From an optimization exercise on the open Yosys and OpenROAD flow, aimed at small area, a short achievable clock period and few clock cycles per item; shortcuts taken in it are not production practice. Only simulation tests tie the RTL to the original design; equivalence was not proved.

===== design/flow/design.v =====
module subblock_chooser (
    input  wire        clk,
    input  wire        rst,
    input  wire        in_valid,
    output wire        in_ready,
    input  wire        in_first,
    input  wire        in_last,
    input  wire [23:0] in_value,
    input  wire [1:0]  in_hcnt,
    input  wire [23:0] in_hist1,
    input  wire [23:0] in_hist2,
    input  wire [23:0] in_hist3,
    output reg         out_valid,
    input  wire        out_ready,
    output reg  [1:0]  out_mode,
    output reg  [4:0]  out_param,
    output reg  [11:0] out_bits
);
    localparam NK = 25;            
    localparam NC = 4 * NK;        
    reg  signed [23:0] y1, y2, y3;    
    reg         [1:0]  h;             
    reg         [6:0]  cnt;           
    reg                calc;          
    reg         [11:0] acc [0:NC-1];  
    wire take = in_valid && in_ready;
    assign in_ready = !out_valid && !calc;
    wire signed [23:0] hs1 = in_first ? $signed(in_hist1) : y1;
    wire signed [23:0] hs2 = in_first ? $signed(in_hist2) : y2;
    wire signed [23:0] hs3 = in_first ? $signed(in_hist3) : y3;
    wire        [1:0]  he  = in_first ? in_hcnt : h;
    wire signed [28:0] ord1 = hs1;
    wire signed [28:0] ord2 = 2 * hs1 - hs2;
    wire signed [28:0] ord3 = 3 * hs1 - 3 * hs2 + hs3;
    wire signed [28:0] pred0 = 29'sd0;
    wire signed [28:0] pred1 = (he >= 2'd1) ? ord1 : pred0;
    wire signed [28:0] pred2 = (he >= 2'd2) ? ord2 : pred1;
    wire signed [28:0] pred3 = (he >= 2'd3) ? ord3 : pred2;
    wire signed [28:0] xv = $signed(in_value);
    wire signed [28:0] e0 = xv - pred0;
    wire signed [28:0] e1 = xv - pred1;
    wire signed [28:0] e2 = xv - pred2;
    wire signed [28:0] e3 = xv - pred3;
    function [28:0] zigzag(input signed [28:0] e);
        zigzag = {e[27:0], 1'b0} ^ {29{e[28]}};
    endfunction
    wire [28:0] u [0:3];
    assign u[0] = zigzag(e0);
    assign u[1] = zigzag(e1);
    assign u[2] = zigzag(e2);
    assign u[3] = zigzag(e3);
    function [5:0] rice_bits(input [28:0] uu, input integer k);
        reg [28:0] q;
        begin
            q = uu >> k;
            if (q < 24)
                rice_bits = q[5:0] + 6'd1 + k[5:0];
            else
                rice_bits = 6'd48;
        end
    endfunction
    integer p, k;
    always @(posedge clk) begin
        if (rst) begin
            h    <= 2'd0;
            cnt  <= 7'd0;
            calc <= 1'b0;
            y1   <= 24'sd0;
            y2   <= 24'sd0;
            y3   <= 24'sd0;
            for (p = 0; p < NC; p = p + 1)
                acc[p] <= 12'd0;
        end else begin
            calc <= 1'b0;
            if (take) begin
                for (p = 0; p < 4; p = p + 1)
                    for (k = 0; k < NK; k = k + 1)
                        acc[p*NK+k] <= (in_first ? 12'd0 : acc[p*NK+k])
                                       + {6'd0, rice_bits(u[p], k)};
                y1  <= $signed(in_value);
                y2  <= hs1;
                y3  <= hs2;
                h   <= (he == 2'd3) ? 2'd3 : he + 2'd1;
                cnt <= in_first ? 7'd1 : cnt + 7'd1;
                if (in_last)
                    calc <= 1'b1;
            end
        end
    end
    wire [11:0] esc_bits = 12'd8 + 12'd24 * {5'd0, cnt};
    reg [11:0] tr_bits  [0:3][0:31];
    reg [4:0]  tr_param [0:3][0:31];
    reg [11:0] best_bits;
    reg [1:0]  best_mode;
    reg [4:0]  best_param;
    integer lvl, i;
    always @(*) begin
        for (p = 0; p < 4; p = p + 1) begin
            for (i = 0; i < 32; i = i + 1) begin
                if (i < NK) begin
                    tr_bits[p][i]  = acc[p*NK+i] + 12'd8;
                    tr_param[p][i] = i[4:0];
                end else begin
                    tr_bits[p][i]  = (i == NK) ? esc_bits : 12'hFFF;
                    tr_param[p][i] = 5'd31;
                end
            end
            for (lvl = 0; lvl < 5; lvl = lvl + 1) begin
                for (i = 0; i < (16 >> lvl); i = i + 1) begin
                    if (tr_bits[p][2*i+1] < tr_bits[p][2*i]) begin
                        tr_bits[p][i]  = tr_bits[p][2*i+1];
                        tr_param[p][i] = tr_param[p][2*i+1];
                    end else begin
                        tr_bits[p][i]  = tr_bits[p][2*i];
                        tr_param[p][i] = tr_param[p][2*i];
                    end
                end
            end
        end
        best_bits  = tr_bits[0][0];
        best_mode  = 2'd0;
        best_param = tr_param[0][0];
        for (p = 1; p < 4; p = p + 1) begin
            if (tr_bits[p][0] < best_bits) begin
                best_bits  = tr_bits[p][0];
                best_mode  = p[1:0];
                best_param = tr_param[p][0];
            end
        end
    end
    always @(posedge clk) begin
        if (rst) begin
            out_valid <= 1'b0;
            out_mode  <= 2'd0;
            out_param <= 5'd0;
            out_bits  <= 12'd0;
        end else if (calc) begin
            out_valid <= 1'b1;
            out_mode  <= best_mode;
            out_param <= best_param;
            out_bits  <= best_bits;
        end else if (out_valid && out_ready) begin
            out_valid <= 1'b0;
        end
    end
endmodule

===== design/flow/run.sh =====
#!/bin/bash
# synth_recipe.tcl (not shown) runs the flow's synth.tcl, then flattens the netlist and writes it again
# the make line also repeats each setting of config.mk as NAME=value (left out here)
make -C /OpenROAD-flow-scripts/flow DESIGN_CONFIG=/design/flow/config.mk WORK_HOME=/design/flow/orfs CLKGATE_MAP_FILE= SYNTH_SCRIPT=/design/flow/synth_recipe.tcl finish

===== design/flow/config.mk =====
export PLATFORM = sky130hd
export DESIGN_NAME = subblock_chooser
export DESIGN_NICKNAME = subblock_chooser
export VERILOG_FILES = /design/flow/design.v
export SDC_FILE = /design/flow/constraint.sdc
export NUM_CORES = 4
export LEC_CHECK = 0
export CAP_MARGIN = 20
export CORE_MARGIN = 2
export CORE_UTILIZATION = 40
export SLEW_MARGIN = 20

===== design/flow/constraint.sdc =====
create_clock -name core_clock -period 20.0 [get_ports {clk}]
set_input_delay 4.0000 -clock core_clock [delete_from_list [all_inputs] [get_ports {clk}]]
set_output_delay 4.0000 -clock core_clock [all_outputs]
set_load 0.01 [all_outputs]

==> flow_summary.json <==
{
  "cts_max_level": 4,
  "num_rows": 227,
  "fin_skew_ps": 65.9,
  "postCtsHoldBufs": 0,
  "cts_root_buf": "clkbuf_16",
  "utilization": 0.435,
  "dp_hpwl_um": 375000,
  "die_area_sq_um": 390000,
  "syn_area_per_cell_sq_um": 7.28,
  "grt_pass1_vias": 133884,
  "cp-start-kind": "register",
  "fp.dieW_um": 625,
  "post-place-ws_ps": 643,
  "drive_gt1_frac": 0.0534,
  "cp.required_ps": 20800,
  "ios": 125,
  "synth_cells": 21166,
  "relSlewSlack": 0.216,
  "cts_buffer_depth": 4,
  "cp-end-kind": "register",
  "min-delay-start": "y1[23]",
  "antenna_found_initial": 10,
  "synth_area_sq_um": 154000,
  "r2r.worst_path.cells": 85,
  "drtIter0Drc": 10008,
  "via_per_inst": 5.55,
  "synth_edf_count": 0,
  "clk_latency_ps": 940,
  "r2r_end": "out_bits[5]",
  "max_stage_delay_ps": 540,
  "setup_viol_count_final": 0,
  "synthTopCellsByCount": "2487 x nor2_1, 2123 x ha_1, 1877 x nand2_1, 1721 x a21oi_1, 1469 x o21ai_0",
  "ys_ff_latch": 1302,
  "hold-path-cell-count": 2,
  "die_y_um": 625,
  "syn2layout_area_growth_pct": 8.06,
  "vias": 143192,
  "crit_type": "reg2reg",
  "yosysSeqAreaShare": 0.169,
  "min_period_ps": 18580,
  "start_util": 0.403,
  "drcViolationCount": 0,
  "cts_tree": "done",
  "ys_top_cells_by_area": "ha_1 17%, dfxtp_1 17%, nor2_1 6.1%",
  "crit_top_cell": "ha_1",
  "async_flop_share": 0,
  "outcome": "finished clean",
  "detail_route.first_pass.iterations": 9,
  "crit_slowest_cell": "dfxtp_1",
  "synth.most_common_cell": "nor2_1",
  "cts.clk_slew.worst_paths_ps": 60,
  "antenna_left": 0,
  "period_share": 0.929,
  "yosysTopAreaCellShare": 0.172,
  "cts_buffers": 184,
  "place_congestion": 0.966,
  "cp-startpoint": "acc[22][3]",
  "synth_top_area_cell": "ha_1",
  "ys_types": 123,
  "cts_sinks": 1302,
  "crit_fanout": 27,
  "ys.flop_type": "dfxtp_1",
  "crit_arrival_ps": 19380,
  "yosysWarnings": 4,
  "cap_violations": 0,
  "grt_pass1_wl_um": 766000,
  "nFillCells": 39048,
  "clock.fmax_ghz": 0.0538,
  "finalSetupTns_ps": 0,
  "hp-class": "reg2reg",
  "hold_violations": 0,
  "tightest_slew_ps": 1170,
  "grt_max_degree": 210,
  "r2r_slack_ps": 1420,
  "layout.nets": 23038,
  "drv_slew": 0,
  "wl_per_cell_um": 19.0,
  "r2r_start": "acc[22][3]",
  "worst_slack_ps": 1420,
  "overflow": 0,
  "grt_usage": 0.242,
  "core_sq_um": 383000,
  "io_buffers": 124,
  "routed_wl_um": 489000,
  "min_to": "y1[23]"
}
==> stage by stage <==
step / cells / cell area, sq um / hold slack, ps
final: 25821 / 167000 / 453
after global placement: 25478 / 160000 / 438
after global routing: 25818 / 167000 / 474
after CTS: 25808 / 166000 / 453
after detailed placement: 25478 / 160000 / 444
after floorplan: 21173 / 154000 / 432
==> cell type report <==
cell class | count | area (sq um) | area share
clock inverters | 91 | 1210 | 0.00726
diodes | 5 | 12.5 | 0.0000751
flip-flops and latches | 1302 | 26100 | 0.157
clock buffers | 239 | 5190 | 0.0311
repair buffers | 399 | 3470 | 0.0208
well taps | 5038 | 6300 | 0.0378
inverters | 1433 | 5380 | 0.0323
multi-input cells | 17314 | 119000 | 0.714
==> routing by layer <==
metal,track usage,up-vias,wire [um]
li1,-,72481,-
met1,0.326,67427,228000
met2,0.401,2639,221000
met3,0.0221,637,20800
met4,0.0885,8,19900
met5,0,-,51
==> cells by family (layout without fill, tap and decap cells) <==
kind of cell,count (synthesis),count (layout),share of synthesized area
adders and majority gates,2304,2304,0.196
and+or+nand+nor,7459,7459,0.228
muxes,743,743,0.0504
DFF,1302,1302,0.169
AOI/OAI and AO/OA,5387,5389,0.213
other,2,14,0.0000487
buffers and inverters,2559,2162,0.0633
xor gates and xnor gates,1410,1410,0.0803
==> worst max path at each step <==
stage	endpoint	slack (ps)
finish	out_bits[5]	1420
global route	out_param[1]	-20
CTS	out_param[1]	600
detailed placement	out_param[1]	640
global placement	out_param[0]	740
floorplan	acc[77][11]	1770
==> sequential cells by signal, indices dropped and copies added (netlist names), 2 cells and up <==
signal	flops
y2	24
h	2
cnt	7
out_param	5
y3	24
y1	24
out_bits	12
acc	1200
out_mode	2
==> repair_timing <==
action                                  4_1_cts  5_1_grt
buffers inserted                              0        6
resized for setup                             0       80
endpoints found under the setup margin        0       19
==> cells in the final DEF, fill, tap and decap left out, types with 71 or more instances in the layout <==
cell type and n:
o21ai_0 1462, or2_2 88, a31oi_1 195, mux2_2 256, buf_4 260, nand2_1 1873
inv_1 1415, nand4_1 270, mux2i_1 465, a21oi_1 1715, and3_1 278, o21bai_1 128
clkbuf_16 188, dfxtp_1 1299, nor3b_1 174, nor2_1 2481, and2_1 73, nor3_1 252
nor2b_1 785, nand3_1 580, a21o_1 560, ha_1 2123, a22oi_1 474, nand2b_1 373
a211oi_1 226, o21a_1 126, xnor2_1 852, or3_1 71, xor2_1 549, fa_1 177
o211ai_1 71, clkdlybuf4s50_1 121
==> worst max-delay path, delay by kind of cell (launching register included) <==
| family | cells | cell delay [ps] |
|---|---|---|
| AOI/OAI and AO/OA | 29 | 6770 |
| xor gates and xnor gates | 1 | 230 |
| adders and majority gates | 9 | 2580 |
| buffers and inverters | 7 | 1210 |
| DFF | 1 | 540 |
| muxes | 5 | 2000 |
| and+or+nand+nor | 34 | 5030 |
Testbench counts, summed over its fixed seeds: cycles 73,743, subblocks 1,280.

==> what the ideal ports hide <==
How much do the figures lean on ideal ports? The routed layout below was timed once more, with nothing changed but the port constraints.
Step 1 sets driving cells, clkbuf_16 on the clock port and buf_2 on the other inputs (assumed; they add their load-dependent delay and slew).
Step 2 also shifts input and output timing later by t, the mid clock arrival at the registers, as if the neighbouring blocks saw the same clock.
Three values: ideal, step 1, step 2; two values: the first two.
t, ns: 1.014
setup WS [ns]: 1.418 / 1.418 / 0.868
hold slack, ns: 0.453 / 0.453 / 0.453
worst slew at a driven data input, ns: 0.07
After both steps this run still meets setup and hold. For this run, drivers alone change the setup slack by 0.000 ns; drivers and shift together by -0.550 ns.
